Background: an optimization exercise with open tools, aiming at small area and a short achievable clock period. Do not read the settings as production practice. Function was checked by simulation only, so behaviour that the tests miss may differ from the original.

==> flow/flow/run.sh <==
#!/bin/bash
# Layout flow: the standard synthesis, then an inverter-polarity clean-up of
# the gate netlist around the full adders (flow/polarity.py; registers are not
# touched), then the standard ORFS flow from the synthesised netlist on, with
# timing repair aimed at a tighter setup margin than the 18 ns clock needs.
set -euo pipefail
MARGIN=${MARGIN:-12}
R=orfs/results/sky130hd/wbm/base
bash standard.sh synth > flow_synth.log 2>&1
cp $R/1_2_yosys.v $R/1_2_yosys_std.v
python3 flow/polarity.py $R/1_2_yosys_std.v $R/1_2_yosys_pol.v > flow_polarity.log 2>&1
sleep 1
cp $R/1_2_yosys_pol.v $R/1_2_yosys.v
touch $R/1_2_yosys.v
bash standard.sh SETUP_SLACK_MARGIN=$MARGIN finish > flow_finish.log 2>&1
==> flow/flow/polarity.py <==
#!/usr/bin/env python3
"""Inverter-polarity clean-up of a flat sky130hd gate netlist written by Yosys.

Full adders are self-dual: FA(~a,~b,~c) = (~cout, ~sum).  XOR2/XNOR2 can take
either polarity at each input and absorb it by swapping XOR2 <-> XNOR2.  This
pass removes the inverters between such cells by choosing, for every full
adder and XOR gate, whether its outputs carry the true or the complemented
signal, then re-creates only the inverters still needed (one per net).

usage: polarity.py in.v out.v
"""
import re, sys
from collections import defaultdict

OUTPINS = {'X', 'Y', 'Q', 'Q_N', 'SUM', 'COUT', 'HI', 'LO'}

def parse(path):
    txt = open(path).read()
    m = re.search(r'module\s+(\S+)\s*\((.*?)\);', txt, re.S)
    top = m.group(1)
    body_start = m.end()
    end = txt.rindex('endmodule')
    body = txt[body_start:end]
    decls = []   # input/output/wire declaration statements (kept verbatim)
    cells = []   # (type, name, [(pin, net)])
    for stmt in re.finditer(r'(\S+)\s+(\S+)\s*\((.*?)\)\s*;|((?:input|output|wire|inout)\b[^;]*;)', body, re.S):
        if stmt.group(4):
            decls.append(stmt.group(4).strip())
            continue
        typ, name, conn = stmt.group(1), stmt.group(2), stmt.group(3)
        pins = [(p, n.strip()) for p, n in re.findall(r'\.(\w+)\(\s*([^()]*?)\s*\)', conn)]
        cells.append([typ, name, pins])
    return txt[:body_start], top, decls, cells

def esc(n):
    return n + ' ' if n.startswith('\\') else n

def main():
    src, dst = sys.argv[1], sys.argv[2]
    head, top, decls, cells = parse(src)
    ports_out = set()
    for d in decls:
        if d.startswith('output'):
            for n in re.sub(r'^output\s*(\[[^\]]*\])?', '', d).rstrip(';').split(','):
                ports_out.add(n.strip())
    # expand output bus ports: nets referenced as name[i]
    def is_port_net(net):
        base = re.sub(r'\[\d+\]$', '', net)
        return net in ports_out or base in ports_out

    isinv = lambda t: re.match(r'sky130_fd_sc_hd__(clk)?inv_\d+$', t) is not None
    isfa = lambda t: re.match(r'sky130_fd_sc_hd__fa_\d+$', t) is not None
    isxor = lambda t: re.match(r'sky130_fd_sc_hd__x(n)?or2_\d+$', t) is not None

    driver = {}
    for ci, (t, nm, pins) in enumerate(cells):
        for p, n in pins:
            if p in OUTPINS:
                driver[n] = (ci, p)
    # inverters that may be removed: those not driving an output port
    removable = set()
    for ci, (t, nm, pins) in enumerate(cells):
        if isinv(t):
            y = dict(pins)['Y']
            if not is_port_net(y):
                removable.add(ci)
    def root(net):
        par = 0
        seen = 0
        while net in driver and driver[net][0] in removable and seen < 100:
            ci = driver[net][0]
            net = dict(cells[ci][2])['A']
            par ^= 1
            seen += 1
        return net, par
    # flippable cells: FA and XOR/XNOR
    flip = {}
    for ci, (t, nm, pins) in enumerate(cells):
        if isfa(t) or isxor(t):
            flip[ci] = 0
    # consumer pins: (cell, pin, root, parity)
    uses = []
    for ci, (t, nm, pins) in enumerate(cells):
        if ci in removable:
            continue
        for k, (p, n) in enumerate(pins):
            if p in OUTPINS:
                continue
            r, q = root(n)
            uses.append((ci, k, r, q))
    # also output ports driven via removable inverters cannot happen (kept)
    uses_by_root = defaultdict(list)
    for u in uses:
        uses_by_root[u[2]].append(u)
    # the flip of the cell driving a root net
    def src_flip(r):
        if r in driver and driver[r][0] in flip:
            return flip[driver[r][0]]
        return 0
    def need_inv(u):
        ci, k, r, q = u
        t = cells[ci][0]
        if isxor(t):
            return 0                # absorbed by the xor/xnor choice
        fin = flip.get(ci, 0) if isfa(t) else 0
        return q ^ fin ^ src_flip(r)
    def root_cost(r):
        return 1 if any(need_inv(u) for u in uses_by_root[r]) else 0
    # roots touched by a cell's flip: its output nets and its input roots
    cell_roots = defaultdict(set)
    for ci in flip:
        for p, n in cells[ci][2]:
            if p in OUTPINS:
                cell_roots[ci].add(n)
    for u in uses:
        if u[0] in flip:
            cell_roots[u[0]].add(u[2])
    before = sum(root_cost(r) for r in uses_by_root)
    for it in range(20):
        changed = 0
        for ci in flip:
            rs = cell_roots[ci]
            c0 = sum(root_cost(r) for r in rs)
            flip[ci] ^= 1
            c1 = sum(root_cost(r) for r in rs)
            if c1 < c0:
                changed += 1
            else:
                flip[ci] ^= 1
        if not changed:
            break
    after = sum(root_cost(r) for r in uses_by_root)
    ninv = len(removable)
    # emit: remove removable inverters, rewire uses, add one inverter per root needing it
    newinv = {}
    extra_wires = []
    def inv_net(r):
        if r not in newinv:
            nn = 'pol_n%d' % len(newinv)
            newinv[r] = nn
            extra_wires.append(nn)
        return newinv[r]
    for u in uses:
        ci, k, r, q = u
        p, n = cells[ci][2][k]
        cells[ci][2][k] = (p, inv_net(r) if need_inv(u) else r)
    # xor/xnor type selection: out = A' ^ B' ^ t, want orig ^ flip
    for ci in flip:
        t = cells[ci][0]
        if isxor(t):
            xnor = 'xnor' in t
            par = 0
            for (p, n) in cells[ci][2]:
                if p in OUTPINS:
                    continue
            # mismatch of each input: parity of the original requirement vs the
            # available signal (source flip)
            for u in uses:
                pass
    # compute xor mismatches efficiently
    umap = defaultdict(list)
    for u in uses:
        umap[u[0]].append(u)
    for ci in flip:
        t = cells[ci][0]
        if isxor(t):
            m = 0
            for (c, k, r, q) in umap[ci]:
                m ^= q ^ src_flip(r)
            xnor = ('xnor' in t) ^ m ^ flip[ci]
            size = re.search(r'_(\d+)$', t).group(1)
            cells[ci][0] = 'sky130_fd_sc_hd__%s2_%s' % ('xnor' if xnor else 'xor', size)
            cells[ci][2] = [(('Y' if xnor else 'X') if p in ('X', 'Y') else p, n) for p, n in cells[ci][2]]
    out = [head]
    for d in decls:
        out.append('  ' + d)
    for w in extra_wires:
        out.append('  wire %s;' % w)
    for ci, (t, nm, pins) in enumerate(cells):
        if ci in removable:
            continue
        out.append('  %s %s (%s);' % (t, nm, ', '.join('.%s(%s)' % (p, esc(n)) for p, n in pins)))
    for r, nn in newinv.items():
        out.append('  sky130_fd_sc_hd__inv_1 pol_inv_%s (.A(%s), .Y(%s));' % (nn[5:], esc(r), nn))
    out.append('endmodule')
    open(dst, 'w').write('\n'.join(out) + '\n')
    sys.stderr.write('inverters: %d removable, needed before %d, after %d, emitted %d; flipped %d of %d\n'
                     % (ninv, before, after, len(newinv), sum(flip.values()), len(flip)))

main()
==> flow/standard.sh <==
#!/bin/bash
# synth_recipe.tcl (not shown) runs the flow's synth.tcl, then flattens the netlist and writes it again
# the make line also repeats each setting of config.mk as NAME=value (left out here)
make -C /OpenROAD-flow-scripts/flow DESIGN_CONFIG=/design/flow/config.mk WORK_HOME=/design/flow/orfs CLKGATE_MAP_FILE= SYNTH_SCRIPT=/design/flow/synth_recipe.tcl "${@:-finish}"
==> flow/config.mk <==
export PLATFORM = sky130hd
export DESIGN_NAME = wbm
export DESIGN_NICKNAME = wbm
export VERILOG_FILES = /design/flow/design.v
export SDC_FILE = /design/flow/constraint.sdc
export NUM_CORES = 8
export LEC_CHECK = 0
export CAP_MARGIN = 20
export CORE_MARGIN = 2
export CORE_UTILIZATION = 40
export SLEW_MARGIN = 20
==> flow/constraint.sdc <==
create_clock -name core_clock -period 18.0 [get_ports {clk}]
set_input_delay 3.6000 -clock core_clock [delete_from_list [all_inputs] [get_ports {clk}]]
set_output_delay 3.6000 -clock core_clock [all_outputs]
set_load 0.01 [all_outputs]
==> flow/design.v <==
module v24_mul (
    input  wire        clk,
    input  wire [23:0] a,
    input  wire [23:0] b,
    output reg  [23:0] y
);
    function automatic [3:0] tz15(input [14:0] v);
        integer i;
        begin
            tz15 = 4'd15;
            for (i = 14; i >= 0; i = i - 1)
                if (v[i]) tz15 = i[3:0];
        end
    endfunction
    wire [31:0] r0, r1;
    mul16_tree u_t (.x({1'b1, a[14:0]}), .y({1'b1, b[14:0]}), .r0(r0), .r1(r1));
    wire        z1   = (a[22:15] == 8'd0) || (b[22:15] == 8'd0);
    wire [9:0]  e0   = {2'b00, a[22:15]} + {2'b00, b[22:15]} - 10'd127;
    wire [4:0]  tzs  = {1'b0, tz15(a[14:0])} + {1'b0, tz15(b[14:0])};
    reg  [31:0] q_r0, q_r1;
    reg  [9:0]  q_e;       
    reg         q_sh, q_sl, q_s;
    always @(posedge clk) begin
        q_r0 <= r0;
        q_r1 <= r1;
        q_e  <= z1 ? 10'h200 : e0;
        q_sh <= (tzs < 5'd15);    
        q_sl <= (tzs < 5'd14);    
        q_s  <= a[23] ^ b[23];
    end
    wire [31:0] p     = q_r0 + q_r1;
    wire        n     = p[31];
    wire [15:0] mant  = n ? p[31:16] : p[30:15];
    wire        guard = n ? p[15] : p[14];
    wire        st    = n ? q_sh : q_sl;
    reg  [14:0] r_m;       
    reg         r_rb, r_s;
    reg  [9:0]  r_e;
    always @(posedge clk) begin
        r_m  <= mant[14:0];
        r_rb <= guard & (st | mant[0]);
        r_e  <= q_e + {9'd0, n};
        r_s  <= q_s;
    end
    wire [15:0] mr = {1'b0, r_m} + {15'd0, r_rb};
    wire [9:0]  e1 = r_e + {9'd0, mr[15]};
    always @(posedge clk) begin
        if (e1[9] || e1 == 10'd0)
            y <= {r_s, 23'd0};
        else if (e1[8] || e1[7:0] == 8'd255)
            y <= {r_s, 8'd254, 15'h7fff};
        else
            y <= {r_s, e1[7:0], mr[14:0]};
    end
endmodule
module mul16_tree (input wire [15:0] x, input wire [15:0] y, output wire [31:0] r0, output wire [31:0] r1);
  wire pp_0_0 = x[0] & y[0];
  wire pp_0_1 = x[1] & y[0];
  wire pp_0_2 = x[2] & y[0];
  wire pp_0_3 = x[3] & y[0];
  wire pp_0_4 = x[4] & y[0];
  wire pp_0_5 = x[5] & y[0];
  wire pp_0_6 = x[6] & y[0];
  wire pp_0_7 = x[7] & y[0];
  wire pp_0_8 = x[8] & y[0];
  wire pp_0_9 = x[9] & y[0];
  wire pp_0_10 = x[10] & y[0];
  wire pp_0_11 = x[11] & y[0];
  wire pp_0_12 = x[12] & y[0];
  wire pp_0_13 = x[13] & y[0];
  wire pp_0_14 = x[14] & y[0];
  wire pp_0_15 = x[15] & y[0];
  wire pp_1_0 = x[0] & y[1];
  wire pp_1_1 = x[1] & y[1];
  wire pp_1_2 = x[2] & y[1];
  wire pp_1_3 = x[3] & y[1];
  wire pp_1_4 = x[4] & y[1];
  wire pp_1_5 = x[5] & y[1];
  wire pp_1_6 = x[6] & y[1];
  wire pp_1_7 = x[7] & y[1];
  wire pp_1_8 = x[8] & y[1];
  wire pp_1_9 = x[9] & y[1];
  wire pp_1_10 = x[10] & y[1];
  wire pp_1_11 = x[11] & y[1];
  wire pp_1_12 = x[12] & y[1];
  wire pp_1_13 = x[13] & y[1];
  wire pp_1_14 = x[14] & y[1];
  wire pp_1_15 = x[15] & y[1];
  wire pp_2_0 = x[0] & y[2];
  wire pp_2_1 = x[1] & y[2];
  wire pp_2_2 = x[2] & y[2];
  wire pp_2_3 = x[3] & y[2];
  wire pp_2_4 = x[4] & y[2];
  wire pp_2_5 = x[5] & y[2];
  wire pp_2_6 = x[6] & y[2];
  wire pp_2_7 = x[7] & y[2];
  wire pp_2_8 = x[8] & y[2];
  wire pp_2_9 = x[9] & y[2];
  wire pp_2_10 = x[10] & y[2];
  wire pp_2_11 = x[11] & y[2];
  wire pp_2_12 = x[12] & y[2];
  wire pp_2_13 = x[13] & y[2];
  wire pp_2_14 = x[14] & y[2];
  wire pp_2_15 = x[15] & y[2];
  wire pp_3_0 = x[0] & y[3];
  wire pp_3_1 = x[1] & y[3];
  wire pp_3_2 = x[2] & y[3];
  wire pp_3_3 = x[3] & y[3];
  wire pp_3_4 = x[4] & y[3];
  wire pp_3_5 = x[5] & y[3];
  wire pp_3_6 = x[6] & y[3];
  wire pp_3_7 = x[7] & y[3];
  wire pp_3_8 = x[8] & y[3];
  wire pp_3_9 = x[9] & y[3];
  wire pp_3_10 = x[10] & y[3];
  wire pp_3_11 = x[11] & y[3];
  wire pp_3_12 = x[12] & y[3];
  wire pp_3_13 = x[13] & y[3];
  wire pp_3_14 = x[14] & y[3];
  wire pp_3_15 = x[15] & y[3];
  wire pp_4_0 = x[0] & y[4];
  wire pp_4_1 = x[1] & y[4];
  wire pp_4_2 = x[2] & y[4];
  wire pp_4_3 = x[3] & y[4];
  wire pp_4_4 = x[4] & y[4];
  wire pp_4_5 = x[5] & y[4];
  wire pp_4_6 = x[6] & y[4];
  wire pp_4_7 = x[7] & y[4];
  wire pp_4_8 = x[8] & y[4];
  wire pp_4_9 = x[9] & y[4];
  wire pp_4_10 = x[10] & y[4];
  wire pp_4_11 = x[11] & y[4];
  wire pp_4_12 = x[12] & y[4];
  wire pp_4_13 = x[13] & y[4];
  wire pp_4_14 = x[14] & y[4];
  wire pp_4_15 = x[15] & y[4];
  wire pp_5_0 = x[0] & y[5];
  wire pp_5_1 = x[1] & y[5];
  wire pp_5_2 = x[2] & y[5];
  wire pp_5_3 = x[3] & y[5];
  wire pp_5_4 = x[4] & y[5];
  wire pp_5_5 = x[5] & y[5];
  wire pp_5_6 = x[6] & y[5];
  wire pp_5_7 = x[7] & y[5];
  wire pp_5_8 = x[8] & y[5];
  wire pp_5_9 = x[9] & y[5];
  wire pp_5_10 = x[10] & y[5];
  wire pp_5_11 = x[11] & y[5];
  wire pp_5_12 = x[12] & y[5];
  wire pp_5_13 = x[13] & y[5];
  wire pp_5_14 = x[14] & y[5];
  wire pp_5_15 = x[15] & y[5];
  wire pp_6_0 = x[0] & y[6];
  wire pp_6_1 = x[1] & y[6];
  wire pp_6_2 = x[2] & y[6];
  wire pp_6_3 = x[3] & y[6];
  wire pp_6_4 = x[4] & y[6];
  wire pp_6_5 = x[5] & y[6];
  wire pp_6_6 = x[6] & y[6];
  wire pp_6_7 = x[7] & y[6];
  wire pp_6_8 = x[8] & y[6];
  wire pp_6_9 = x[9] & y[6];
  wire pp_6_10 = x[10] & y[6];
  wire pp_6_11 = x[11] & y[6];
  wire pp_6_12 = x[12] & y[6];
  wire pp_6_13 = x[13] & y[6];
  wire pp_6_14 = x[14] & y[6];
  wire pp_6_15 = x[15] & y[6];
  wire pp_7_0 = x[0] & y[7];
  wire pp_7_1 = x[1] & y[7];
  wire pp_7_2 = x[2] & y[7];
  wire pp_7_3 = x[3] & y[7];
  wire pp_7_4 = x[4] & y[7];
  wire pp_7_5 = x[5] & y[7];
  wire pp_7_6 = x[6] & y[7];
  wire pp_7_7 = x[7] & y[7];
  wire pp_7_8 = x[8] & y[7];
  wire pp_7_9 = x[9] & y[7];
  wire pp_7_10 = x[10] & y[7];
  wire pp_7_11 = x[11] & y[7];
  wire pp_7_12 = x[12] & y[7];
  wire pp_7_13 = x[13] & y[7];
  wire pp_7_14 = x[14] & y[7];
  wire pp_7_15 = x[15] & y[7];
  wire pp_8_0 = x[0] & y[8];
  wire pp_8_1 = x[1] & y[8];
  wire pp_8_2 = x[2] & y[8];
  wire pp_8_3 = x[3] & y[8];
  wire pp_8_4 = x[4] & y[8];
  wire pp_8_5 = x[5] & y[8];
  wire pp_8_6 = x[6] & y[8];
  wire pp_8_7 = x[7] & y[8];
  wire pp_8_8 = x[8] & y[8];
  wire pp_8_9 = x[9] & y[8];
  wire pp_8_10 = x[10] & y[8];
  wire pp_8_11 = x[11] & y[8];
  wire pp_8_12 = x[12] & y[8];
  wire pp_8_13 = x[13] & y[8];
  wire pp_8_14 = x[14] & y[8];
  wire pp_8_15 = x[15] & y[8];
  wire pp_9_0 = x[0] & y[9];
  wire pp_9_1 = x[1] & y[9];
  wire pp_9_2 = x[2] & y[9];
  wire pp_9_3 = x[3] & y[9];
  wire pp_9_4 = x[4] & y[9];
  wire pp_9_5 = x[5] & y[9];
  wire pp_9_6 = x[6] & y[9];
  wire pp_9_7 = x[7] & y[9];
  wire pp_9_8 = x[8] & y[9];
  wire pp_9_9 = x[9] & y[9];
  wire pp_9_10 = x[10] & y[9];
  wire pp_9_11 = x[11] & y[9];
  wire pp_9_12 = x[12] & y[9];
  wire pp_9_13 = x[13] & y[9];
  wire pp_9_14 = x[14] & y[9];
  wire pp_9_15 = x[15] & y[9];
  wire pp_10_0 = x[0] & y[10];
  wire pp_10_1 = x[1] & y[10];
  wire pp_10_2 = x[2] & y[10];
  wire pp_10_3 = x[3] & y[10];
  wire pp_10_4 = x[4] & y[10];
  wire pp_10_5 = x[5] & y[10];
  wire pp_10_6 = x[6] & y[10];
  wire pp_10_7 = x[7] & y[10];
  wire pp_10_8 = x[8] & y[10];
  wire pp_10_9 = x[9] & y[10];
  wire pp_10_10 = x[10] & y[10];
  wire pp_10_11 = x[11] & y[10];
  wire pp_10_12 = x[12] & y[10];
  wire pp_10_13 = x[13] & y[10];
  wire pp_10_14 = x[14] & y[10];
  wire pp_10_15 = x[15] & y[10];
  wire pp_11_0 = x[0] & y[11];
  wire pp_11_1 = x[1] & y[11];
  wire pp_11_2 = x[2] & y[11];
  wire pp_11_3 = x[3] & y[11];
  wire pp_11_4 = x[4] & y[11];
  wire pp_11_5 = x[5] & y[11];
  wire pp_11_6 = x[6] & y[11];
  wire pp_11_7 = x[7] & y[11];
  wire pp_11_8 = x[8] & y[11];
  wire pp_11_9 = x[9] & y[11];
  wire pp_11_10 = x[10] & y[11];
  wire pp_11_11 = x[11] & y[11];
  wire pp_11_12 = x[12] & y[11];
  wire pp_11_13 = x[13] & y[11];
  wire pp_11_14 = x[14] & y[11];
  wire pp_11_15 = x[15] & y[11];
  wire pp_12_0 = x[0] & y[12];
  wire pp_12_1 = x[1] & y[12];
  wire pp_12_2 = x[2] & y[12];
  wire pp_12_3 = x[3] & y[12];
  wire pp_12_4 = x[4] & y[12];
  wire pp_12_5 = x[5] & y[12];
  wire pp_12_6 = x[6] & y[12];
  wire pp_12_7 = x[7] & y[12];
  wire pp_12_8 = x[8] & y[12];
  wire pp_12_9 = x[9] & y[12];
  wire pp_12_10 = x[10] & y[12];
  wire pp_12_11 = x[11] & y[12];
  wire pp_12_12 = x[12] & y[12];
  wire pp_12_13 = x[13] & y[12];
  wire pp_12_14 = x[14] & y[12];
  wire pp_12_15 = x[15] & y[12];
  wire pp_13_0 = x[0] & y[13];
  wire pp_13_1 = x[1] & y[13];
  wire pp_13_2 = x[2] & y[13];
  wire pp_13_3 = x[3] & y[13];
  wire pp_13_4 = x[4] & y[13];
  wire pp_13_5 = x[5] & y[13];
  wire pp_13_6 = x[6] & y[13];
  wire pp_13_7 = x[7] & y[13];
  wire pp_13_8 = x[8] & y[13];
  wire pp_13_9 = x[9] & y[13];
  wire pp_13_10 = x[10] & y[13];
  wire pp_13_11 = x[11] & y[13];
  wire pp_13_12 = x[12] & y[13];
  wire pp_13_13 = x[13] & y[13];
  wire pp_13_14 = x[14] & y[13];
  wire pp_13_15 = x[15] & y[13];
  wire pp_14_0 = x[0] & y[14];
  wire pp_14_1 = x[1] & y[14];
  wire pp_14_2 = x[2] & y[14];
  wire pp_14_3 = x[3] & y[14];
  wire pp_14_4 = x[4] & y[14];
  wire pp_14_5 = x[5] & y[14];
  wire pp_14_6 = x[6] & y[14];
  wire pp_14_7 = x[7] & y[14];
  wire pp_14_8 = x[8] & y[14];
  wire pp_14_9 = x[9] & y[14];
  wire pp_14_10 = x[10] & y[14];
  wire pp_14_11 = x[11] & y[14];
  wire pp_14_12 = x[12] & y[14];
  wire pp_14_13 = x[13] & y[14];
  wire pp_14_14 = x[14] & y[14];
  wire pp_14_15 = x[15] & y[14];
  wire pp_15_0 = x[0] & y[15];
  wire pp_15_1 = x[1] & y[15];
  wire pp_15_2 = x[2] & y[15];
  wire pp_15_3 = x[3] & y[15];
  wire pp_15_4 = x[4] & y[15];
  wire pp_15_5 = x[5] & y[15];
  wire pp_15_6 = x[6] & y[15];
  wire pp_15_7 = x[7] & y[15];
  wire pp_15_8 = x[8] & y[15];
  wire pp_15_9 = x[9] & y[15];
  wire pp_15_10 = x[10] & y[15];
  wire pp_15_11 = x[11] & y[15];
  wire pp_15_12 = x[12] & y[15];
  wire pp_15_13 = x[13] & y[15];
  wire pp_15_14 = x[14] & y[15];
  wire pp_15_15 = x[15] & y[15];
  wire hs0, hc0;
  assign {hc0, hs0} = pp_0_13 + pp_1_12;
  wire fs1, fc1;
  assign {fc1, fs1} = pp_0_14 + pp_1_13 + pp_2_12;
  wire hs2, hc2;
  assign {hc2, hs2} = pp_3_11 + pp_4_10;
  wire fs3, fc3;
  assign {fc3, fs3} = pp_0_15 + pp_1_14 + pp_2_13;
  wire fs4, fc4;
  assign {fc4, fs4} = pp_3_12 + pp_4_11 + pp_5_10;
  wire hs5, hc5;
  assign {hc5, hs5} = pp_6_9 + pp_7_8;
  wire fs6, fc6;
  assign {fc6, fs6} = pp_1_15 + pp_2_14 + pp_3_13;
  wire fs7, fc7;
  assign {fc7, fs7} = pp_4_12 + pp_5_11 + pp_6_10;
  wire hs8, hc8;
  assign {hc8, hs8} = pp_7_9 + pp_8_8;
  wire fs9, fc9;
  assign {fc9, fs9} = pp_2_15 + pp_3_14 + pp_4_13;
  wire fs10, fc10;
  assign {fc10, fs10} = pp_5_12 + pp_6_11 + pp_7_10;
  wire fs11, fc11;
  assign {fc11, fs11} = pp_3_15 + pp_4_14 + pp_5_13;
  wire hs12, hc12;
  assign {hc12, hs12} = pp_0_9 + pp_1_8;
  wire fs13, fc13;
  assign {fc13, fs13} = pp_0_10 + pp_1_9 + pp_2_8;
  wire hs14, hc14;
  assign {hc14, hs14} = pp_3_7 + pp_4_6;
  wire fs15, fc15;
  assign {fc15, fs15} = pp_0_11 + pp_1_10 + pp_2_9;
  wire fs16, fc16;
  assign {fc16, fs16} = pp_3_8 + pp_4_7 + pp_5_6;
  wire hs17, hc17;
  assign {hc17, hs17} = pp_6_5 + pp_7_4;
  wire fs18, fc18;
  assign {fc18, fs18} = pp_0_12 + pp_1_11 + pp_2_10;
  wire fs19, fc19;
  assign {fc19, fs19} = pp_3_9 + pp_4_8 + pp_5_7;
  wire fs20, fc20;
  assign {fc20, fs20} = pp_6_6 + pp_7_5 + pp_8_4;
  wire hs21, hc21;
  assign {hc21, hs21} = pp_9_3 + pp_10_2;
  wire fs22, fc22;
  assign {fc22, fs22} = pp_2_11 + pp_3_10 + pp_4_9;
  wire fs23, fc23;
  assign {fc23, fs23} = pp_5_8 + pp_6_7 + pp_7_6;
  wire fs24, fc24;
  assign {fc24, fs24} = pp_8_5 + pp_9_4 + pp_10_3;
  wire fs25, fc25;
  assign {fc25, fs25} = pp_11_2 + pp_12_1 + pp_13_0;
  wire fs26, fc26;
  assign {fc26, fs26} = pp_5_9 + pp_6_8 + pp_7_7;
  wire fs27, fc27;
  assign {fc27, fs27} = pp_8_6 + pp_9_5 + pp_10_4;
  wire fs28, fc28;
  assign {fc28, fs28} = pp_11_3 + pp_12_2 + pp_13_1;
  wire fs29, fc29;
  assign {fc29, fs29} = pp_14_0 + fs1 + hs2;
  wire fs30, fc30;
  assign {fc30, fs30} = pp_8_7 + pp_9_6 + pp_10_5;
  wire fs31, fc31;
  assign {fc31, fs31} = pp_11_4 + pp_12_3 + pp_13_2;
  wire fs32, fc32;
  assign {fc32, fs32} = pp_14_1 + pp_15_0 + fs3;
  wire fs33, fc33;
  assign {fc33, fs33} = fs4 + hs5 + fc1;
  wire fs34, fc34;
  assign {fc34, fs34} = pp_9_7 + pp_10_6 + pp_11_5;
  wire fs35, fc35;
  assign {fc35, fs35} = pp_12_4 + pp_13_3 + pp_14_2;
  wire fs36, fc36;
  assign {fc36, fs36} = pp_15_1 + fs6 + fs7;
  wire fs37, fc37;
  assign {fc37, fs37} = hs8 + fc3 + fc4;
  wire fs38, fc38;
  assign {fc38, fs38} = pp_8_9 + pp_9_8 + pp_10_7;
  wire fs39, fc39;
  assign {fc39, fs39} = pp_11_6 + pp_12_5 + pp_13_4;
  wire fs40, fc40;
  assign {fc40, fs40} = pp_14_3 + pp_15_2 + fs9;
  wire fs41, fc41;
  assign {fc41, fs41} = fs10 + fc6 + fc7;
  wire fs42, fc42;
  assign {fc42, fs42} = pp_6_12 + pp_7_11 + pp_8_10;
  wire fs43, fc43;
  assign {fc43, fs43} = pp_9_9 + pp_10_8 + pp_11_7;
  wire fs44, fc44;
  assign {fc44, fs44} = pp_12_6 + pp_13_5 + pp_14_4;
  wire fs45, fc45;
  assign {fc45, fs45} = pp_15_3 + fs11 + fc9;
  wire fs46, fc46;
  assign {fc46, fs46} = pp_4_15 + pp_5_14 + pp_6_13;
  wire fs47, fc47;
  assign {fc47, fs47} = pp_7_12 + pp_8_11 + pp_9_10;
  wire fs48, fc48;
  assign {fc48, fs48} = pp_10_9 + pp_11_8 + pp_12_7;
  wire fs49, fc49;
  assign {fc49, fs49} = pp_13_6 + pp_14_5 + pp_15_4;
  wire fs50, fc50;
  assign {fc50, fs50} = pp_5_15 + pp_6_14 + pp_7_13;
  wire fs51, fc51;
  assign {fc51, fs51} = pp_8_12 + pp_9_11 + pp_10_10;
  wire fs52, fc52;
  assign {fc52, fs52} = pp_11_9 + pp_12_8 + pp_13_7;
  wire fs53, fc53;
  assign {fc53, fs53} = pp_6_15 + pp_7_14 + pp_8_13;
  wire fs54, fc54;
  assign {fc54, fs54} = pp_9_12 + pp_10_11 + pp_11_10;
  wire fs55, fc55;
  assign {fc55, fs55} = pp_7_15 + pp_8_14 + pp_9_13;
  wire hs56, hc56;
  assign {hc56, hs56} = pp_0_6 + pp_1_5;
  wire fs57, fc57;
  assign {fc57, fs57} = pp_0_7 + pp_1_6 + pp_2_5;
  wire hs58, hc58;
  assign {hc58, hs58} = pp_3_4 + pp_4_3;
  wire fs59, fc59;
  assign {fc59, fs59} = pp_0_8 + pp_1_7 + pp_2_6;
  wire fs60, fc60;
  assign {fc60, fs60} = pp_3_5 + pp_4_4 + pp_5_3;
  wire hs61, hc61;
  assign {hc61, hs61} = pp_6_2 + pp_7_1;
  wire fs62, fc62;
  assign {fc62, fs62} = pp_2_7 + pp_3_6 + pp_4_5;
  wire fs63, fc63;
  assign {fc63, fs63} = pp_5_4 + pp_6_3 + pp_7_2;
  wire fs64, fc64;
  assign {fc64, fs64} = pp_8_1 + pp_9_0 + hs12;
  wire fs65, fc65;
  assign {fc65, fs65} = pp_5_5 + pp_6_4 + pp_7_3;
  wire fs66, fc66;
  assign {fc66, fs66} = pp_8_2 + pp_9_1 + pp_10_0;
  wire fs67, fc67;
  assign {fc67, fs67} = fs13 + hs14 + hc12;
  wire fs68, fc68;
  assign {fc68, fs68} = pp_8_3 + pp_9_2 + pp_10_1;
  wire fs69, fc69;
  assign {fc69, fs69} = pp_11_0 + fs15 + fs16;
  wire fs70, fc70;
  assign {fc70, fs70} = hs17 + fc13 + hc14;
  wire fs71, fc71;
  assign {fc71, fs71} = pp_11_1 + pp_12_0 + fs18;
  wire fs72, fc72;
  assign {fc72, fs72} = fs19 + fs20 + hs21;
  wire fs73, fc73;
  assign {fc73, fs73} = fc15 + fc16 + hc17;
  wire fs74, fc74;
  assign {fc74, fs74} = hs0 + fs22 + fs23;
  wire fs75, fc75;
  assign {fc75, fs75} = fs24 + fs25 + fc18;
  wire fs76, fc76;
  assign {fc76, fs76} = fc19 + fc20 + hc21;
  wire fs77, fc77;
  assign {fc77, fs77} = hc0 + fs26 + fs27;
  wire fs78, fc78;
  assign {fc78, fs78} = fs28 + fs29 + fc22;
  wire fs79, fc79;
  assign {fc79, fs79} = fc23 + fc24 + fc25;
  wire fs80, fc80;
  assign {fc80, fs80} = hc2 + fs30 + fs31;
  wire fs81, fc81;
  assign {fc81, fs81} = fs32 + fs33 + fc26;
  wire fs82, fc82;
  assign {fc82, fs82} = fc27 + fc28 + fc29;
  wire fs83, fc83;
  assign {fc83, fs83} = hc5 + fs34 + fs35;
  wire fs84, fc84;
  assign {fc84, fs84} = fs36 + fs37 + fc30;
  wire fs85, fc85;
  assign {fc85, fs85} = fc31 + fc32 + fc33;
  wire fs86, fc86;
  assign {fc86, fs86} = hc8 + fs38 + fs39;
  wire fs87, fc87;
  assign {fc87, fs87} = fs40 + fs41 + fc34;
  wire fs88, fc88;
  assign {fc88, fs88} = fc35 + fc36 + fc37;
  wire fs89, fc89;
  assign {fc89, fs89} = fc10 + fs42 + fs43;
  wire fs90, fc90;
  assign {fc90, fs90} = fs44 + fs45 + fc38;
  wire fs91, fc91;
  assign {fc91, fs91} = fc39 + fc40 + fc41;
  wire fs92, fc92;
  assign {fc92, fs92} = fc11 + fs46 + fs47;
  wire fs93, fc93;
  assign {fc93, fs93} = fs48 + fs49 + fc42;
  wire fs94, fc94;
  assign {fc94, fs94} = fc43 + fc44 + fc45;
  wire fs95, fc95;
  assign {fc95, fs95} = pp_14_6 + pp_15_5 + fs50;
  wire fs96, fc96;
  assign {fc96, fs96} = fs51 + fs52 + fc46;
  wire fs97, fc97;
  assign {fc97, fs97} = fc47 + fc48 + fc49;
  wire fs98, fc98;
  assign {fc98, fs98} = pp_12_9 + pp_13_8 + pp_14_7;
  wire fs99, fc99;
  assign {fc99, fs99} = pp_15_6 + fs53 + fs54;
  wire fs100, fc100;
  assign {fc100, fs100} = fc50 + fc51 + fc52;
  wire fs101, fc101;
  assign {fc101, fs101} = pp_10_12 + pp_11_11 + pp_12_10;
  wire fs102, fc102;
  assign {fc102, fs102} = pp_13_9 + pp_14_8 + pp_15_7;
  wire fs103, fc103;
  assign {fc103, fs103} = fs55 + fc53 + fc54;
  wire fs104, fc104;
  assign {fc104, fs104} = pp_8_15 + pp_9_14 + pp_10_13;
  wire fs105, fc105;
  assign {fc105, fs105} = pp_11_12 + pp_12_11 + pp_13_10;
  wire fs106, fc106;
  assign {fc106, fs106} = pp_14_9 + pp_15_8 + fc55;
  wire fs107, fc107;
  assign {fc107, fs107} = pp_9_15 + pp_10_14 + pp_11_13;
  wire fs108, fc108;
  assign {fc108, fs108} = pp_12_12 + pp_13_11 + pp_14_10;
  wire fs109, fc109;
  assign {fc109, fs109} = pp_10_15 + pp_11_14 + pp_12_13;
  wire hs110, hc110;
  assign {hc110, hs110} = pp_0_4 + pp_1_3;
  wire fs111, fc111;
  assign {fc111, fs111} = pp_0_5 + pp_1_4 + pp_2_3;
  wire hs112, hc112;
  assign {hc112, hs112} = pp_3_2 + pp_4_1;
  wire fs113, fc113;
  assign {fc113, fs113} = pp_2_4 + pp_3_3 + pp_4_2;
  wire fs114, fc114;
  assign {fc114, fs114} = pp_5_1 + pp_6_0 + hs56;
  wire fs115, fc115;
  assign {fc115, fs115} = pp_5_2 + pp_6_1 + pp_7_0;
  wire fs116, fc116;
  assign {fc116, fs116} = fs57 + hs58 + hc56;
  wire fs117, fc117;
  assign {fc117, fs117} = pp_8_0 + fs59 + fs60;
  wire fs118, fc118;
  assign {fc118, fs118} = hs61 + fc57 + hc58;
  wire fs119, fc119;
  assign {fc119, fs119} = fs62 + fs63 + fs64;
  wire fs120, fc120;
  assign {fc120, fs120} = fc59 + fc60 + hc61;
  wire fs121, fc121;
  assign {fc121, fs121} = fs65 + fs66 + fs67;
  wire fs122, fc122;
  assign {fc122, fs122} = fc62 + fc63 + fc64;
  wire fs123, fc123;
  assign {fc123, fs123} = fs68 + fs69 + fs70;
  wire fs124, fc124;
  assign {fc124, fs124} = fc65 + fc66 + fc67;
  wire fs125, fc125;
  assign {fc125, fs125} = fs71 + fs72 + fs73;
  wire fs126, fc126;
  assign {fc126, fs126} = fc68 + fc69 + fc70;
  wire fs127, fc127;
  assign {fc127, fs127} = fs74 + fs75 + fs76;
  wire fs128, fc128;
  assign {fc128, fs128} = fc71 + fc72 + fc73;
  wire fs129, fc129;
  assign {fc129, fs129} = fs77 + fs78 + fs79;
  wire fs130, fc130;
  assign {fc130, fs130} = fc74 + fc75 + fc76;
  wire fs131, fc131;
  assign {fc131, fs131} = fs80 + fs81 + fs82;
  wire fs132, fc132;
  assign {fc132, fs132} = fc77 + fc78 + fc79;
  wire fs133, fc133;
  assign {fc133, fs133} = fs83 + fs84 + fs85;
  wire fs134, fc134;
  assign {fc134, fs134} = fc80 + fc81 + fc82;
  wire fs135, fc135;
  assign {fc135, fs135} = fs86 + fs87 + fs88;
  wire fs136, fc136;
  assign {fc136, fs136} = fc83 + fc84 + fc85;
  wire fs137, fc137;
  assign {fc137, fs137} = fs89 + fs90 + fs91;
  wire fs138, fc138;
  assign {fc138, fs138} = fc86 + fc87 + fc88;
  wire fs139, fc139;
  assign {fc139, fs139} = fs92 + fs93 + fs94;
  wire fs140, fc140;
  assign {fc140, fs140} = fc89 + fc90 + fc91;
  wire fs141, fc141;
  assign {fc141, fs141} = fs95 + fs96 + fs97;
  wire fs142, fc142;
  assign {fc142, fs142} = fc92 + fc93 + fc94;
  wire fs143, fc143;
  assign {fc143, fs143} = fs98 + fs99 + fs100;
  wire fs144, fc144;
  assign {fc144, fs144} = fc95 + fc96 + fc97;
  wire fs145, fc145;
  assign {fc145, fs145} = fs101 + fs102 + fs103;
  wire fs146, fc146;
  assign {fc146, fs146} = fc98 + fc99 + fc100;
  wire fs147, fc147;
  assign {fc147, fs147} = fs104 + fs105 + fs106;
  wire fs148, fc148;
  assign {fc148, fs148} = fc101 + fc102 + fc103;
  wire fs149, fc149;
  assign {fc149, fs149} = pp_15_9 + fs107 + fs108;
  wire fs150, fc150;
  assign {fc150, fs150} = fc104 + fc105 + fc106;
  wire fs151, fc151;
  assign {fc151, fs151} = pp_13_12 + pp_14_11 + pp_15_10;
  wire fs152, fc152;
  assign {fc152, fs152} = fs109 + fc107 + fc108;
  wire fs153, fc153;
  assign {fc153, fs153} = pp_11_15 + pp_12_14 + pp_13_13;
  wire fs154, fc154;
  assign {fc154, fs154} = pp_14_12 + pp_15_11 + fc109;
  wire fs155, fc155;
  assign {fc155, fs155} = pp_12_15 + pp_13_14 + pp_14_13;
  wire hs156, hc156;
  assign {hc156, hs156} = pp_0_3 + pp_1_2;
  wire fs157, fc157;
  assign {fc157, fs157} = pp_2_2 + pp_3_1 + pp_4_0;
  wire fs158, fc158;
  assign {fc158, fs158} = pp_5_0 + fs111 + hs112;
  wire fs159, fc159;
  assign {fc159, fs159} = fs113 + fs114 + fc111;
  wire fs160, fc160;
  assign {fc160, fs160} = fs115 + fs116 + fc113;
  wire fs161, fc161;
  assign {fc161, fs161} = fs117 + fs118 + fc115;
  wire fs162, fc162;
  assign {fc162, fs162} = fs119 + fs120 + fc117;
  wire fs163, fc163;
  assign {fc163, fs163} = fs121 + fs122 + fc119;
  wire fs164, fc164;
  assign {fc164, fs164} = fs123 + fs124 + fc121;
  wire fs165, fc165;
  assign {fc165, fs165} = fs125 + fs126 + fc123;
  wire fs166, fc166;
  assign {fc166, fs166} = fs127 + fs128 + fc125;
  wire fs167, fc167;
  assign {fc167, fs167} = fs129 + fs130 + fc127;
  wire fs168, fc168;
  assign {fc168, fs168} = fs131 + fs132 + fc129;
  wire fs169, fc169;
  assign {fc169, fs169} = fs133 + fs134 + fc131;
  wire fs170, fc170;
  assign {fc170, fs170} = fs135 + fs136 + fc133;
  wire fs171, fc171;
  assign {fc171, fs171} = fs137 + fs138 + fc135;
  wire fs172, fc172;
  assign {fc172, fs172} = fs139 + fs140 + fc137;
  wire fs173, fc173;
  assign {fc173, fs173} = fs141 + fs142 + fc139;
  wire fs174, fc174;
  assign {fc174, fs174} = fs143 + fs144 + fc141;
  wire fs175, fc175;
  assign {fc175, fs175} = fs145 + fs146 + fc143;
  wire fs176, fc176;
  assign {fc176, fs176} = fs147 + fs148 + fc145;
  wire fs177, fc177;
  assign {fc177, fs177} = fs149 + fs150 + fc147;
  wire fs178, fc178;
  assign {fc178, fs178} = fs151 + fs152 + fc149;
  wire fs179, fc179;
  assign {fc179, fs179} = fs153 + fs154 + fc151;
  wire fs180, fc180;
  assign {fc180, fs180} = pp_15_12 + fs155 + fc153;
  wire fs181, fc181;
  assign {fc181, fs181} = pp_13_15 + pp_14_14 + pp_15_13;
  wire hs182, hc182;
  assign {hc182, hs182} = pp_0_2 + pp_1_1;
  wire fs183, fc183;
  assign {fc183, fs183} = pp_2_1 + pp_3_0 + hs156;
  wire fs184, fc184;
  assign {fc184, fs184} = hs110 + fs157 + hc156;
  wire fs185, fc185;
  assign {fc185, fs185} = hc110 + fs158 + fc157;
  wire fs186, fc186;
  assign {fc186, fs186} = hc112 + fs159 + fc158;
  wire fs187, fc187;
  assign {fc187, fs187} = fc114 + fs160 + fc159;
  wire fs188, fc188;
  assign {fc188, fs188} = fc116 + fs161 + fc160;
  wire fs189, fc189;
  assign {fc189, fs189} = fc118 + fs162 + fc161;
  wire fs190, fc190;
  assign {fc190, fs190} = fc120 + fs163 + fc162;
  wire fs191, fc191;
  assign {fc191, fs191} = fc122 + fs164 + fc163;
  wire fs192, fc192;
  assign {fc192, fs192} = fc124 + fs165 + fc164;
  wire fs193, fc193;
  assign {fc193, fs193} = fc126 + fs166 + fc165;
  wire fs194, fc194;
  assign {fc194, fs194} = fc128 + fs167 + fc166;
  wire fs195, fc195;
  assign {fc195, fs195} = fc130 + fs168 + fc167;
  wire fs196, fc196;
  assign {fc196, fs196} = fc132 + fs169 + fc168;
  wire fs197, fc197;
  assign {fc197, fs197} = fc134 + fs170 + fc169;
  wire fs198, fc198;
  assign {fc198, fs198} = fc136 + fs171 + fc170;
  wire fs199, fc199;
  assign {fc199, fs199} = fc138 + fs172 + fc171;
  wire fs200, fc200;
  assign {fc200, fs200} = fc140 + fs173 + fc172;
  wire fs201, fc201;
  assign {fc201, fs201} = fc142 + fs174 + fc173;
  wire fs202, fc202;
  assign {fc202, fs202} = fc144 + fs175 + fc174;
  wire fs203, fc203;
  assign {fc203, fs203} = fc146 + fs176 + fc175;
  wire fs204, fc204;
  assign {fc204, fs204} = fc148 + fs177 + fc176;
  wire fs205, fc205;
  assign {fc205, fs205} = fc150 + fs178 + fc177;
  wire fs206, fc206;
  assign {fc206, fs206} = fc152 + fs179 + fc178;
  wire fs207, fc207;
  assign {fc207, fs207} = fc154 + fs180 + fc179;
  wire fs208, fc208;
  assign {fc208, fs208} = fc155 + fs181 + fc180;
  wire fs209, fc209;
  assign {fc209, fs209} = pp_14_15 + pp_15_14 + fc181;
  assign r0 = {1'b0, pp_15_15, fs209, fs208, fs207, fs206, fs205, fs204, fs203, fs202, fs201, fs200, fs199, fs198, fs197, fs196, fs195, fs194, fs193, fs192, fs191, fs190, fs189, fs188, fs187, fs186, fs185, fs184, fs183, pp_2_0, pp_0_1, pp_0_0};
  assign r1 = {1'b0, fc209, fc208, fc207, fc206, fc205, fc204, fc203, fc202, fc201, fc200, fc199, fc198, fc197, fc196, fc195, fc194, fc193, fc192, fc191, fc190, fc189, fc188, fc187, fc186, fc185, fc184, fc183, hc182, hs182, pp_1_0, 1'b0};
endmodule
module v24_add (
    input  wire        clk,
    input  wire [23:0] a,
    input  wire [23:0] b,
    output reg  [23:0] y
);
    function automatic [4:0] tz16(input [14:0] v);
        integer i;
        begin
            tz16 = 5'd15;
            for (i = 14; i >= 0; i = i - 1)
                if (v[i]) tz16 = i[4:0];
        end
    endfunction
    wire        a_zero = (a[22:15] == 8'd0);
    wire        b_zero = (b[22:15] == 8'd0);
    wire        swap = (b[22:0] > a[22:0]);
    wire [23:0] big  = swap ? b : a;
    wire [23:0] sml  = swap ? a : b;
    wire [8:0]  dab  = {1'b0, a[22:15]} - {1'b0, b[22:15]};
    wire [8:0]  dba  = {1'b0, b[22:15]} - {1'b0, a[22:15]};
    wire [7:0]  d    = swap ? dba[7:0] : dab[7:0];
    wire [4:0]  tza  = tz16(a[14:0]);
    wire [4:0]  tzb  = tz16(b[14:0]);
    wire [4:0]  tzs  = swap ? tza : tzb;
    wire        sml_zero = swap ? a_zero : b_zero;
    wire [18:0] ys   = {1'b1, sml[14:0], 3'b000};
    wire [18:0] ysh  = (d >= 8'd19) ? 19'd0 : (ys >> d[4:0]);
    wire        st   = ({3'b000, d} > {3'b000, tzs} + 8'd3);
    wire [18:0] ya   = sml_zero ? 19'd0 : {ysh[18:1], ysh[0] | st};
    reg  [14:0] q_xm;
    reg  [18:0] q_ya;
    reg  [7:0]  q_e;
    reg         q_s, q_sub, q_z;
    always @(posedge clk) begin
        q_xm  <= big[14:0];
        q_ya  <= ya;
        q_e   <= big[22:15];
        q_s   <= (a_zero & b_zero) ? (a[23] & b[23]) : big[23];
        q_sub <= big[23] ^ sml[23];
        q_z   <= a_zero & b_zero;
    end
    wire [19:0] xb = {2'b01, q_xm, 3'b000};
    wire [19:0] s  = q_sub ? (xb - {1'b0, q_ya}) : (xb + {1'b0, q_ya});
    reg  [4:0]  lead;
    integer i;
    always @* begin
        lead = 5'd0;
        for (i = 0; i < 20; i = i + 1)
            if (s[i]) lead = i[4:0];
    end
    wire [19:0] norm = s << (5'd19 - lead);
    reg  [14:0] r_m;       
    reg         r_g, r_st, r_nz;
    reg  [9:0]  r_e;       
    reg         r_sg, r_z;
    always @(posedge clk) begin
        r_m  <= norm[18:4];
        r_g  <= norm[3];
        r_st <= |norm[2:0];
        r_nz <= norm[19];
        r_e  <= {2'b00, q_e} + {5'd0, lead} - 10'd18;
        r_sg <= q_s;
        r_z  <= q_z;
    end
    wire [15:0] mr = {1'b0, r_m} + {15'd0, r_g & (r_st | r_m[0])};
    wire [9:0]  e1 = r_e + {9'd0, mr[15]};
    always @(posedge clk) begin
        if (r_z)
            y <= {r_sg, 23'd0};
        else if (!r_nz)
            y <= 24'd0;
        else if (e1[9] || e1 == 10'd0)
            y <= {r_sg, 23'd0};
        else if (e1[8] || e1[7:0] == 8'd255)
            y <= {r_sg, 8'd254, 15'h7fff};
        else
            y <= {r_sg, e1[7:0], mr[14:0]};
    end
endmodule
module wbm (
    input  wire        clk,
    input  wire        rst,
    input  wire        cfg_we,
    input  wire [4:0]  cfg_addr,
    input  wire [31:0] cfg_wdata,
    input  wire        in_valid,
    input  wire [23:0] in_r,
    input  wire [23:0] in_g,
    input  wire [23:0] in_b,
    output wire        out_valid,
    output wire [23:0] out_r,
    output wire [23:0] out_g,
    output wire [23:0] out_b
);
    localparam [23:0] ONE = 24'h3f8000;
    localparam integer LAT = 17;
    reg        c_we;
    reg        c_rst;
    reg [4:0]  c_addr;
    reg [23:0] c_data;
    reg        c_en;
    always @(posedge clk) begin
        c_we   <= cfg_we & ~rst;
        c_rst  <= rst;
        c_addr <= cfg_addr;
        c_data <= cfg_wdata[23:0];
        c_en   <= cfg_wdata[31];
    end
    wire [23:0] d_zero = c_rst ? 24'd0 : c_data;
    wire [23:0] d_one  = c_rst ? ONE   : c_data;
    wire        d_en   = c_rst ? 1'b0  : c_en;
    wire        wr     = c_we & ~c_rst;
    reg [23:0] wb [0:2];
    reg [23:0] cm [0:8];
    reg [23:0] co [0:2];
    reg        hl_en;
    reg [23:0] white;
    integer n;
    always @(posedge clk) begin
        for (n = 0; n < 3; n = n + 1) begin
            if (c_rst || (wr && c_addr == n))      wb[n] <= d_one;
            if (c_rst || (wr && c_addr == 16 + n)) co[n] <= d_zero;
        end
        for (n = 0; n < 9; n = n + 1)
            if (c_rst || (wr && c_addr == 4 + n))
                cm[n] <= (n == 0 || n == 4 || n == 8) ? d_one : d_zero;
        if (c_rst || (wr && c_addr == 5'd20)) begin
            hl_en <= d_en;
            white <= d_one;
        end
    end
    reg        v_pipe [0:LAT-1];
    reg [23:0] px [0:2];
    always @(posedge clk) begin
        px[0] <= in_r;
        px[1] <= in_g;
        px[2] <= in_b;
    end
    always @(posedge clk) begin
        if (rst) begin
            for (n = 0; n < LAT; n = n + 1)
                v_pipe[n] <= 1'b0;
        end else begin
            v_pipe[0] <= in_valid;
            for (n = 1; n < LAT; n = n + 1)
                v_pipe[n] <= v_pipe[n-1];
        end
    end
    assign out_valid = v_pipe[LAT-1];
    function automatic v24_gt(input [23:0] a, input [23:0] b);
        reg a_zero, b_zero;
        begin
            a_zero = (a[22:15] == 8'd0);
            b_zero = (b[22:15] == 8'd0);
            if (a_zero && b_zero)
                v24_gt = 1'b0;
            else if (a_zero)
                v24_gt = b[23];
            else if (b_zero)
                v24_gt = !a[23];
            else if (a[23] != b[23])
                v24_gt = !a[23];
            else if (!a[23])
                v24_gt = (a[22:0] > b[22:0]);
            else
                v24_gt = (a[22:0] < b[22:0]);
        end
    endfunction
    wire [23:0] wbp [0:2];
    reg  [23:0] w [0:2];
    genvar k, j;
    generate
        for (k = 0; k < 3; k = k + 1) begin : g_wb
            v24_mul u_mul (.clk(clk), .a(wb[k]), .b(px[k]), .y(wbp[k]));
            always @(posedge clk)
                w[k] <= (hl_en && v24_gt(wbp[k], white)) ? white : wbp[k];
        end
    endgenerate
    reg [23:0] w2d [0:2];
    always @(posedge clk) begin
        w2d[0] <= w[2];
        w2d[1] <= w2d[0];
        w2d[2] <= w2d[1];
    end
    wire [23:0] p0 [0:2];
    wire [23:0] p1 [0:2];
    wire [23:0] p2 [0:2];
    wire [23:0] s01 [0:2];
    wire [23:0] s012 [0:2];
    wire [23:0] so [0:2];
    generate
        for (j = 0; j < 3; j = j + 1) begin : g_row
            v24_mul u_m0 (.clk(clk), .a(cm[3*j]),   .b(w[0]),   .y(p0[j]));
            v24_mul u_m1 (.clk(clk), .a(cm[3*j+1]), .b(w[1]),   .y(p1[j]));
            v24_mul u_m2 (.clk(clk), .a(cm[3*j+2]), .b(w2d[2]), .y(p2[j]));
            v24_add u_a0 (.clk(clk), .a(p0[j]),   .b(p1[j]),  .y(s01[j]));
            v24_add u_a1 (.clk(clk), .a(s01[j]),  .b(p2[j]),  .y(s012[j]));
            v24_add u_a2 (.clk(clk), .a(s012[j]), .b(co[j]),  .y(so[j]));
        end
    endgenerate
    assign out_r = so[0];
    assign out_g = so[1];
    assign out_b = so[2];
endmodule
==> summary.txt <==
GRT
The maximum number of pins on one net before global-route repair is 89. Across every metal layer, demand over resource in global routing totals 21.7%. The global route total overflow is 0.

The number of antenna violations at the first check in global routing is 54. The met3 track demand over resource is 3.41%. The first-pass GRT wire length is 997000 µm. For met2 alone, demand over resource in global routing was 36.8%. The global routing met1 resource utilization is 27.8%. The layer carrying the most global-route usage is met2. The number of global-route vias before repair is 171724.

Status
The flow ran to the end, but the layout failed its checks. A clean result was blocked by antenna violations.

Die
The die is 759 µm tall. The die boundary width is 759 µm. Row generation in the floorplan step produced 277 rows. Once the floorplan was initialized, standard cells occupied 40.1% of the core. The region available for standard cell placement spans 569000 µm². The I/O pin count is 186.

The die covers 577000 µm².

Setup path
For the worst setup path, the data required time is 18.87 ns. The worst setup path is captured at a flip-flop. The top fanout value on the critical path is 10. The class of the most critical setup path is reg2reg. Data on the critical path arrives at its endpoint at 6.61 ns. STA classifies the critical path startpoint as a flip-flop.

Routing
The total wire length is 644000 µm. In the routed design, unresolved DRC markers number 0. In the final routed layout, each cell accounts on average for 20.8 µm. After the first detailed-routing iteration, the DRC count stood at 12085. The via count is 169839.

The count of nets left with antenna violations once routing finished came out at 3. The first detailed-routing pass ran for 8 iterations. Using the TritonRoute via totals, the vias-per-cell ratio works out to 5.49.

Yosys
The synthesized net count is 27302. The average instance in the mapped netlist occupies 9.81 µm². After technology mapping, the gate count stands at 23262.

Yosys printed 17 warnings. After synthesis the cells add up to 228000 µm².

STA
The final setup violation count is 0. The count of final max-slew check failures is 0. Between clock sinks in the finished design, the worst skew comes to 0.0694 ns. The fmax is 0.174 GHz. The max-slew headroom at the worst pin is 18.8%. At the pin with the least slew margin, the transition time is 1.22 ns.

Setup total negative slack on the finished layout was measured at 0 ns. The final worst-path cycle share is 31.9%. Setup repair after global routing could not meet its margin everywhere. For the finished layout, the period the worst path requires is 5.73 ns. The count of endpoints failing hold in the final timing report is 0.

Placement
The total placed instance area is 237000 µm². The port buffer count is 178. Routability-driven placement finished with a final weighted congestion of 0.924.

The HPWL after detailed placement is 473000 µm.

Final layout
The design area is 250000 µm². The top cell types in the final layout, fill and taps aside, are dfxtp_1 (2599), fa_1 (2400), and2_1 (2283). Leaving out fill and tap cells, the most frequent cell in the layout is dfxtp_1.

The count of filler cells inserted in the layout is 54058. Relative to the synthesized area, the layout overhead comes to 9.63%. The ratio of cells with drive above 1 in the final layout is 6.44%. The final core utilization is 44.0%. At the end of the flow, the number of nets in the layout was 27048.

Clock network
The deepest level of the CTS H-tree is 5. The longest clock path from root to sink contains 4 buffers. TritonCTS built the clock tree. The clock root buffer is clkbuf_16.

In this run, CTS created clock tree buffers numbering 342. The CTS clock-pin slew for the worst setup and hold paths is 0.06 ns. The clock latency reported for the late side of the worst-skew pair is 0.99 ns. CTS saw 3017 sinks. For this design, the CTS-stage hold fixing added 0 buffers.

Min path
The type of the most critical hold path is reg2reg.

Flow run
Max-cap violations in this run came to 0.
## worst max-delay path, cell delays in order, from the launching register on
cell        delay [ns]
dfxtp_1           0.33
inv_1             0.05
ha_1              0.46
nor2b_1           0.12
a2111oi_1         0.57
o31ai_2           0.21
a221o_1           0.42
o221ai_1          0.22
a21boi_1          0.26
o221ai_1          0.31
or4_4             0.73
nor2_4            0.29
clkinvlp_4        0.27
ha_1              0.36
or2_1             0.30
a21oi_1           0.44
o211ai_1          0.18
o211ai_1          0.16
## path summary, 6_finish.rpt
| check | startpoint | cells past startpoint | slack (ns) | end |
|---|---|---|---|---|
| max | g_row[0].u_a1.q_ya[7] | 17 | 12.27 | g_row[0].u_a1.r_m[12] |
| min reg2reg | g_row[0].u_m2.r_s | 0 | 0.31 | g_row[0].u_m2.y[23] |
| min | g_row[0].u_m2.r_s | 0 | 0.31 | g_row[0].u_m2.y[23] |
| max reg2reg | g_row[0].u_a1.q_ya[7] | 17 | 12.27 | g_row[0].u_a1.r_m[12] |
## state kept, by name, summed over array words and instances (netlist names), 87 cells and up
| register | count |
|---|---|
| g_row.u_m2.q_r0 | 87 |
| g_row.u_m1.q_r0 | 87 |
| g_wb.u_mul.q_r0 | 87 |
| g_row.u_m0.q_r1 | 90 |
| cm | 216 |
| g_row.u_m0.q_r0 | 87 |
| g_row.u_m2.q_r1 | 90 |
| g_wb.u_mul.q_r1 | 90 |
| g_row.u_m1.q_r1 | 90 |
## metal layers
layer | part of all wire (%) | routed length (µm)
met5 | 0.0089 | 57
met4 | 4.0 | 25800
met3 | 6.4 | 41000
met2 | 48 | 306000
met1 | 42 | 271000
## cell type report
class | count | area, µm² | area share, %
Sequential cell | 3017 | 64300 | 25.7
Inverter | 1394 | 5270 | 2.11
Tap cell | 7533 | 9430 | 3.77
Timing Repair inverter | 2 | 10.0 | 0.00400
Antenna cell | 109 | 273 | 0.109
Clock inverter | 175 | 2140 | 0.854
Timing Repair Buffer | 412 | 3560 | 1.42
Multi-Input combinational cell | 17839 | 156000 | 62.2
Clock buffer | 453 | 9590 | 3.83
## timing repair
| item | 4_1_cts | 5_1_grt |
|---|---|---|
| hold endpoints to repair | 0 | 0 |
| setup endpoints to repair | 72 | 173 |
| buffers inserted | 7 | 31 |
| pin swaps | 3 | 7 |
| resized for setup | 28 | 92 |
| gates cloned | 0 | 4 |
## metrics by stage
| step | cells | hold slack, ns | setup WS, ns |
|---|---|---|---|
| 6_report | 30934 | 0.313 | 12.27 |
| 5_1_grt | 30877 | 0.325 | 11.96 |
| 4_1_cts | 30790 | 0.318 | 11.98 |
| 3_5_place_dp | 30155 | 0.312 | 11.38 |
| 3_3_place_gp | 30154 | 0.311 | 11.39 |
| 2_1_floorplan | 23262 | 0.310 | 12.60 |

re-timing with driven ports:
No port has a modelled driver above. Below, the same layout with a new extraction and two added sets of constraints.
Step 1 assumes that a clkbuf_16 drives the clock port and a buf_2 every other input.
Step 2 times the ports against the registers' clock, not the clock port: input delays grow and output delays shrink by t, the midpoint of the rising clock arrivals with the driver on.
a / b / c = ideal / step 1 / step 2; a / b = the first two.
t (ns): 1.103
setup WS [ns]: 12.266 / 12.266 / 12.266
worst setup path after step 2: register to register
slew at the worst register clock pin (ns): 0.07 / 0.07
worst data-port slew with drivers (ns): 0.19
The setup slack of this run moves by 0.000 ns with the drivers and by 0.000 ns with both steps.
